Background: an optimization exercise with open tools, aiming at small area. Do not read the settings as production practice. Where RTL was checked, it was by simulation tests only, not by an equivalence proof against the original. Power is estimated from default activity; no workload was simulated.

// pgn_sw_stage
module pgn_sw_stage (
    input  wire         clk,
    input  wire         rst,
    input  wire         fp_bnd,
    input  wire         fault_clear,
    input  wire [7:0]   rel_in,
    input  wire [7:0]   flt_in,
    input  wire [7:0]   trip_in,
    input  wire [7:0]   hiz_mode,
    input  wire [7:0]   cut_scope,
    input  wire [23:0]  edge_sel,
    input  wire [63:0]  trip_esc,
    input  wire [47:0]  req_we,
    input  wire [47:0]  req_lvl,
    input  wire [127:0] t_on,
    input  wire [127:0] t_off,
    input  wire [287:0] lguard,
    output wire [47:0]  sw_on,
    output wire [47:0]  sw_rel,
    output wire [47:0]  pend,
    output wire [7:0]   latched,
    output wire [63:0]  cut_run,
    output wire [7:0]   cut_now,
    output wire [23:0]  leg_conflict
);
    reg  [7:0]   released_q;
    reg  [7:0]   latch_q;
    reg  [63:0]  cut_run_q;
    reg  [7:0]   cut_seen_q;
    reg  [47:0]  on_q;        
    reg  [47:0]  req_q;       
  ...
Size in the first run: ~8,600 cells after synthesis, roughly 1,100 flip-flops, about 1,000 I/O pins, about 69,000 um2 of cells after synthesis.
export LEC_CHECK = 0
export CAP_MARGIN = 20
export CORE_MARGIN = 2
export CORE_UTILIZATION = 72
export CTS_BUF_LIST = sky130_fd_sc_hd__clkbuf_16
export CTS_CLUSTER_DIAMETER = 80
export CTS_CLUSTER_SIZE = 24
export SLEW_MARGIN = 20
export SYNTH_HIERARCHICAL = 1
export SYNTH_MINIMUM_KEEP_SIZE = 0
create_clock -name core_clock -period 6.0 [get_ports {clk}]
standard.sh (not shown) runs the stock make flow with config.mk's settings and CLKGATE_MAP_FILE= SYNTH_SCRIPT=/design/flow/synth_recipe.tcl, a recipe that flattens the netlist after the stock synthesis.
==> flow/flow/run.sh <==
#!/bin/bash
# The standard layout (standard.sh), with one change: the buffer that
# every input and output port gets is the platform's smallest buffer,
# sky130_fd_sc_hd__buf_1, instead of the one buffer_ports picks by default.
# The layout's own logs are under orfs/logs; standard.sh's output goes to
# standard_flow.log.
set -euo pipefail
export BUFFER_PORTS_ARGS="-buffer_cell sky130_fd_sc_hd__buf_1"
bash standard.sh > standard_flow.log 2>&1
Edit:
--- a/flow/design.v
+++ b/flow/design.v
@@ -15,22 +15,29 @@
     wire m = a[0] | bn[0];
     assign y = (a[1] & bn[1]) | (a[1] & m) | (bn[1] & m);
 endmodule
 module pgn_sel_n (
     input  wire a,
     input  wire b,
     input  wire s,
     input  wire sn,
     output wire y
 );
     assign y = ~((a | sn) & (b | s));
+endmodule
+module pgn_nor2 (
+    input  wire a,
+    input  wire b,
+    output wire y
+);
+    assign y = ~(a | b);
 endmodule
 module pgn_leg_ctl (
     input  wire       driving,     
     input  wire       rel_edge,    
     input  wire       fp_bnd,
     input  wire [1:0] we,
     input  wire [1:0] lvl,
     input  wire [1:0] req,
     input  wire [1:0] on,
     input  wire       first,
     input  wire [1:0] block,
@@ -149,23 +156,24 @@
             wire [15:0] ton = t_on[16*g +: 16];
             wire [15:0] tof = t_off[16*g +: 16];
             for (l = 0; l < 3; l = l + 1) begin : g_leg
                 localparam integer L  = 3*g + l;    
                 localparam integer C0 = 2*L;        
                 wire [1:0]  on  = on_q[C0 +: 2];
                 wire [1:0]  req = req_q[C0 +: 2];
                 wire [1:0]  we  = req_we[C0 +: 2];
                 wire [1:0]  lvl = req_lvl[C0 +: 2];
                 wire [11:0] lg  = lguard[12*L +: 12];
                 wire        leg_on  = on[0] | on[1];
-                wire        leg_off = ~leg_on;
+                wire        leg_off;
+                pgn_nor2 u_off (.a(on[0]), .b(on[1]), .y(leg_off));
                 wire [15:0] thr_n;
                 for (i = 0; i < 16; i = i + 1) begin : g_thr
                     pgn_sel_n u (.a(ton[i]), .b(tof[i]), .s(leg_on), .sn(leg_off), .y(thr_n[i]));
                 end
                 wire [11:0] lg_n  = ~lg;
                 wire [1:0] tge;     
                 wire [1:0] gge;     
                 for (c = 0; c < 2; c = c + 1) begin : g_c
                     wire [15:0] a = cnt_q[16*(C0+c) +: 16];
                     wire [8:1] rt;
                     pgn_cmp2s u_t0 (.a(a[1:0]), .bn(thr_n[1:0]), .y(rt[1]));
The changed run completed without violations.
Design area shrinks by 0.77%.
Non-clock buffer count shrinks by 4.
Routed wire length shrinks by 3.6%.
First-iteration DRC count grows by 5.5%.
Via count shrinks by 1.2%.
Die area shrinks by 0.69%.
Register-to-register slack gets better by 0.19 ns.
Clock power grows by about 1%.
Worst setup slack gets better by 0.19 ns.
Hold slack hardly moves.
Area after synthesis shrinks by 0.69%.

---

pgn_sw_stage, a different RTL version from the one above (not shown whole).
For scale: ~8600 cells after synthesis, roughly 1100 flip-flops, ~1000 I/O pins, ~70000 um^2 of cells after synthesis.
==> module pgn_sw_stage, before the edit <==
module pgn_sw_stage (
    input  wire         clk,
    input  wire         rst,
    input  wire         fp_bnd,
    input  wire         fault_clear,
    input  wire [7:0]   rel_in,
    input  wire [7:0]   flt_in,
    input  wire [7:0]   trip_in,
    input  wire [7:0]   hiz_mode,
    input  wire [7:0]   cut_scope,
    input  wire [23:0]  edge_sel,
    input  wire [63:0]  trip_esc,
    input  wire [47:0]  req_we,
    input  wire [47:0]  req_lvl,
    input  wire [127:0] t_on,
    input  wire [127:0] t_off,
    input  wire [287:0] lguard,
    output wire [47:0]  sw_on,
    output wire [47:0]  sw_rel,
    output wire [47:0]  pend,
    output wire [7:0]   latched,
    output wire [63:0]  cut_run,
    output wire [7:0]   cut_now,
    output wire [23:0]  leg_conflict
);
    reg  [7:0]   released_q;
    reg  [7:0]   latch_q;
    reg  [63:0]  cut_run_q;
    reg  [7:0]   cut_seen_q;
    reg  [47:0]  on_q;        
    reg  [47:0]  req_q;       
    reg  [47:0]  block_q;     
    reg  [47:0]  sat_q;       
    reg  [767:0] cnt_q;       
    reg  [23:0]  first_q;     
    reg  [23:0]  conflict_q;
    wire [47:0]  on_d, req_d, block_d, edge_d;
    wire [23:0]  first_d, conflict_d;
    genvar g, l, c, i;
    generate
        for (g = 0; g < 8; g = g + 1) begin : g_grp
            wire [7:0] cr  = cut_run_q[8*g +: 8];
            wire [7:0] esc = trip_esc[8*g +: 8];
            wire cut_act = trip_in[g] & ~hiz_mode[g] & ~rel_in[g] & ~latch_q[g];
            wire [8:0] crc;
            wire [7:0] crs;
            assign crc[0] = 1'b1;
            for (i = 0; i < 8; i = i + 1) begin : g_cr
                assign crs[i]   = cr[i] ^ crc[i];
                assign crc[i+1] = cr[i] & crc[i];
            end
            wire [7:0] cr_inc = crs | {8{crc[8]}};
            wire [8:0] ec;
            assign ec[0] = 1'b1;
            for (i = 0; i < 8; i = i + 1) begin : g_ec
                assign ec[i+1] = (crs[i] & ~esc[i]) | ((crs[i] | ~esc[i]) & ec[i]);
            end
            wire esc_hit = (|esc) & (crc[8] | ec[8]);
            wire escalate  = fp_bnd & cut_seen_q[g] & esc_hit;
            wire clear_ok  = fault_clear & ~flt_in[g] & ~trip_in[g];
            wire set_latch = ~rel_in[g] & (flt_in[g] | (trip_in[g] & hiz_mode[g]) | escalate);
            wire latch_d   = set_latch | (latch_q[g] & ~clear_ok);
            wire rel_d     = rel_in[g] | latch_d | (released_q[g] & ~fp_bnd);
            wire driving   = ~rel_d;
            wire rel_edge  = rel_d & ~released_q[g];
            wire [7:0] cr_d = clear_ok ? 8'd0 :
                              fp_bnd   ? (cut_seen_q[g] ? cr_inc : 8'd0) : cr;
            always @(posedge clk) begin
                if (rst) begin
                    released_q[g]       <= 1'b1;
                    latch_q[g]          <= 1'b0;
                    cut_run_q[8*g +: 8] <= 8'd0;
                    cut_seen_q[g]       <= 1'b0;
                end else begin
                    released_q[g]       <= rel_d;
                    latch_q[g]          <= latch_d;
                    cut_run_q[8*g +: 8] <= cr_d;
                    cut_seen_q[g]       <= (cut_seen_q[g] & ~fp_bnd) | cut_act;
                end
            end
            wire [2:0]  es  = edge_sel[3*g +: 3];
            wire [15:0] ton = t_on[16*g +: 16];
            wire [15:0] tof = t_off[16*g +: 16];
            for (l = 0; l < 3; l = l + 1) begin : g_leg
                localparam integer L  = 3*g + l;    
                localparam integer C0 = 2*L;        
                wire [1:0]  on  = on_q[C0 +: 2];
                wire [1:0]  req = req_q[C0 +: 2];
                wire [1:0]  we  = req_we[C0 +: 2];
                wire [1:0]  lvl = req_lvl[C0 +: 2];
                wire [11:0] lg  = lguard[12*L +: 12];
                wire [15:0] thr_n = ~((on[0] | on[1]) ? ton : tof);
                wire [11:0] lg_n  = ~lg;
                wire [1:0] tge;     
                wire [1:0] gge;     
                for (c = 0; c < 2; c = c + 1) begin : g_c
                    wire [15:0] a = cnt_q[16*(C0+c) +: 16];
                    wire [8:1] rt;
                    pgn_cmp2s u_t0 (.a(a[1:0]), .bn(thr_n[1:0]), .y(rt[1]));
                    for (i = 1; i < 8; i = i + 1) begin : g_t
                        pgn_cmp2 u (.a(a[2*i +: 2]), .bn(thr_n[2*i +: 2]), .c(rt[i]), .y(rt[i+1]));
                    end
                    wire ge_t = rt[8];
                    wire min20 = (|a[15:5]) | (a[4] & (a[3] | a[2]));
                    assign tge[c] = sat_q[C0+c] | (min20 & ge_t);
                    wire [6:1] rg;
                    pgn_cmp2s u_g0 (.a(a[1:0]), .bn(lg_n[1:0]), .y(rg[1]));
                    for (i = 1; i < 6; i = i + 1) begin : g_g
                        pgn_cmp2 u (.a(a[2*i +: 2]), .bn(lg_n[2*i +: 2]), .c(rg[i]), .y(rg[i+1]));
                    end
                    assign gge[c] = sat_q[C0+c] | (|a[15:12]) | rg[6];
                end
                wire [1:0] cut_here;
                assign cut_here[0] = cut_act & (~cut_scope[g] | (es == 2*l));
                assign cut_here[1] = cut_act & (~cut_scope[g] | (es == 2*l+1));
                pgn_leg_ctl u_ctl (
                    .driving  (driving), .rel_edge (rel_edge), .fp_bnd (fp_bnd),
                    .we       (we), .lvl (lvl), .req (req), .on (on),
                    .first    (first_q[L]), .block (block_q[C0 +: 2]),
                    .cut_here (cut_here), .tge (tge), .gge (gge),
                    .on_n     (on_d[C0 +: 2]), .req_n (req_d[C0 +: 2]),
                    .first_n  (first_d[L]), .block_n (block_d[C0 +: 2]),
                    .conflict (conflict_d[L]), .edge_n (edge_d[C0 +: 2]));
            end
        end
        for (c = 0; c < 48; c = c + 1) begin : g_ch
            wire [15:0] a = cnt_q[16*c +: 16];
            wire [16:0] cc;
            wire [15:0] cnt_d;
            assign cc[0] = 1'b1;
            for (i = 0; i < 16; i = i + 1) begin : g_b
                assign cc[i+1] = cc[i] & a[i];
            end
            assign cnt_d[0] = edge_d[c] | ~a[0];
            for (i = 1; i < 16; i = i + 1) begin : g_n
                assign cnt_d[i] = ~edge_d[c] & (a[i] ^ cc[i]);
            end
            always @(posedge clk) begin
                cnt_q[16*c +: 16] <= cnt_d;
                sat_q[c] <= rst | (~edge_d[c] & (sat_q[c] | cc[16]));
            end
        end
    endgenerate
    always @(posedge clk) begin
        if (rst) begin
            on_q       <= 48'd0;
            req_q      <= 48'd0;
            block_q    <= 48'd0;
            first_q    <= 24'd0;
            conflict_q <= 24'd0;
        end else begin
            on_q       <= on_d;
            req_q      <= req_d;
            block_q    <= block_d;
            first_q    <= first_d;
            conflict_q <= conflict_d;
        end
    end
    genvar k;
    generate
        for (k = 0; k < 48; k = k + 1) begin : g_out
            assign sw_rel[k] = released_q[k / 6];
        end
    endgenerate
    assign sw_on        = on_q;
    assign pend         = req_q ^ on_q;
    assign latched      = latch_q;
    assign cut_run      = cut_run_q;
    assign cut_now      = cut_seen_q;
    assign leg_conflict = conflict_q;
endmodule
export LEC_CHECK = 0
export CAP_MARGIN = 20
export CORE_MARGIN = 2
export CORE_UTILIZATION = 65
export CTS_BUF_LIST = sky130_fd_sc_hd__clkbuf_16
export CTS_CLUSTER_DIAMETER = 80
export CTS_CLUSTER_SIZE = 24
export SLEW_MARGIN = 20
export SYNTH_HIERARCHICAL = 1
export SYNTH_MINIMUM_KEEP_SIZE = 0
create_clock -name core_clock -period 6.0 [get_ports {clk}]
Scripts as last shown in full above: flow/flow/run.sh
==> next run, changes <==
--- a/flow/design.v
+++ b/flow/design.v
@@ -85,12 +85,13 @@
     reg  [7:0]   latch_q;
     reg  [63:0]  cut_run_q;
     reg  [7:0]   cut_seen_q;
     reg  [47:0]  on_q;        
     reg  [47:0]  req_q;       
     reg  [47:0]  block_q;     
+    reg  [47:0]  ed_q;        
     reg  [47:0]  sat_q;       
     reg  [767:0] cnt_q;       
     reg  [23:0]  first_q;     
     reg  [23:0]  conflict_q;
     wire [47:0]  on_d, req_d, block_d, edge_d;
     wire [23:0]  first_d, conflict_d;
@@ -146,30 +147,31 @@
                 wire [1:0]  req = req_q[C0 +: 2];
                 wire [1:0]  we  = req_we[C0 +: 2];
                 wire [1:0]  lvl = req_lvl[C0 +: 2];
                 wire [11:0] lg  = lguard[12*L +: 12];
                 wire [15:0] thr_n = ~((on[0] | on[1]) ? ton : tof);
                 wire [11:0] lg_n  = ~lg;
+                wire        lg_le1 = ~|lg[11:1];    
                 wire [1:0] tge;     
                 wire [1:0] gge;     
                 for (c = 0; c < 2; c = c + 1) begin : g_c
                     wire [15:0] a = cnt_q[16*(C0+c) +: 16];
                     wire [8:1] rt;
                     pgn_cmp2s u_t0 (.a(a[1:0]), .bn(thr_n[1:0]), .y(rt[1]));
                     for (i = 1; i < 8; i = i + 1) begin : g_t
                         pgn_cmp2 u (.a(a[2*i +: 2]), .bn(thr_n[2*i +: 2]), .c(rt[i]), .y(rt[i+1]));
                     end
                     wire ge_t = rt[8];
                     wire min20 = (|a[15:5]) | (a[4] & (a[3] | a[2]));
-                    assign tge[c] = sat_q[C0+c] | (min20 & ge_t);
+                    assign tge[c] = ~ed_q[C0+c] & (sat_q[C0+c] | (min20 & ge_t));
                     wire [6:1] rg;
                     pgn_cmp2s u_g0 (.a(a[1:0]), .bn(lg_n[1:0]), .y(rg[1]));
                     for (i = 1; i < 6; i = i + 1) begin : g_g
                         pgn_cmp2 u (.a(a[2*i +: 2]), .bn(lg_n[2*i +: 2]), .c(rg[i]), .y(rg[i+1]));
                     end
-                    assign gge[c] = sat_q[C0+c] | (|a[15:12]) | rg[6];
+                    assign gge[c] = ed_q[C0+c] ? lg_le1 : (sat_q[C0+c] | (|a[15:12]) | rg[6]);
                 end
                 wire [1:0] cut_here;
                 assign cut_here[0] = cut_act & (~cut_scope[g] | (es == 2*l));
                 assign cut_here[1] = cut_act & (~cut_scope[g] | (es == 2*l+1));
                 pgn_leg_ctl u_ctl (
                     .driving  (driving), .rel_edge (rel_edge), .fp_bnd (fp_bnd),
@@ -186,19 +188,26 @@
             wire [16:0] cc;
             wire [15:0] cnt_d;
             assign cc[0] = 1'b1;
             for (i = 0; i < 16; i = i + 1) begin : g_b
                 assign cc[i+1] = cc[i] & a[i];
             end
-            assign cnt_d[0] = edge_d[c] | ~a[0];
-            for (i = 1; i < 16; i = i + 1) begin : g_n
-                assign cnt_d[i] = ~edge_d[c] & (a[i] ^ cc[i]);
+            assign cnt_d[0] = ~ed_q[c] & ~a[0];
+            assign cnt_d[1] = ed_q[c] | (a[1] ^ cc[1]);
+            for (i = 2; i < 16; i = i + 1) begin : g_n
+                assign cnt_d[i] = ~ed_q[c] & (a[i] ^ cc[i]);
             end
             always @(posedge clk) begin
                 cnt_q[16*c +: 16] <= cnt_d;
-                sat_q[c] <= rst | (~edge_d[c] & (sat_q[c] | cc[16]));
+                if (rst) begin
+                    ed_q[c]  <= 1'b0;
+                    sat_q[c] <= 1'b1;
+                end else begin
+                    ed_q[c]  <= edge_d[c];
+                    sat_q[c] <= ~edge_d[c] & ~ed_q[c] & (sat_q[c] | cc[16]);
+                end
             end
         end
     endgenerate
     always @(posedge clk) begin
         if (rst) begin
             on_q       <= 48'd0;
Result:
- The new run produced a clean layout
- power goes up by a few percent
- via count goes up by a few percent
- first-iteration DRC count goes up by a little under a tenth
- wire length goes up by a few percent
- count of clock-buffer cells in the layout does not change
- design area goes up by a few percent
- utilization goes down by 0.80 points
- synthesized cell count goes up by a few percent
- global-route usage goes up by 0.34 points
- final cell count goes up by a few percent
- maximum frequency goes up by a few percent
- area after synthesis goes up by a few percent
The RTL of the second run of this note was laid out without a check of its function.

==> static timing again, ports no longer ideal <==
The flow's constraints put no driver on any port. The routed layouts listed below were extracted and timed again, unchanged, in two steps.
Step 1: set_driving_cell puts a clkbuf_16 on clk and a buf_2 on each other input, an assumption about the parent block.
Step 2 times the ports against the registers' clock, not the clock port: input delays grow and output delays shrink by t, the midpoint of the rising clock arrivals with the driver on.
a / b / c = ideal / step 1 / step 2; a / b = the first two.
run	shift t [ns]	slack for setup (ns)	worst register clock-pin slew, ns
the first run of note 1	0.783	0.250 / 0.250 / 0.250	0.10 / 0.10
the second run of note 1	0.786	0.442 / 0.442 / -0.009	0.11 / 0.11
the first run of note 2	0.794	0.693 / 0.693 / 0.334	0.10 / 0.10
the second run of note 2	0.800	0.823 / 0.823 / 0.464	0.11 / 0.11
Met with ideal ports but missed after step 2: setup timing in the second run of note 1. The setup slack of the second run of note 1, which loses most, moves by 0.000 ns with the drivers and by -0.451 ns with both steps.
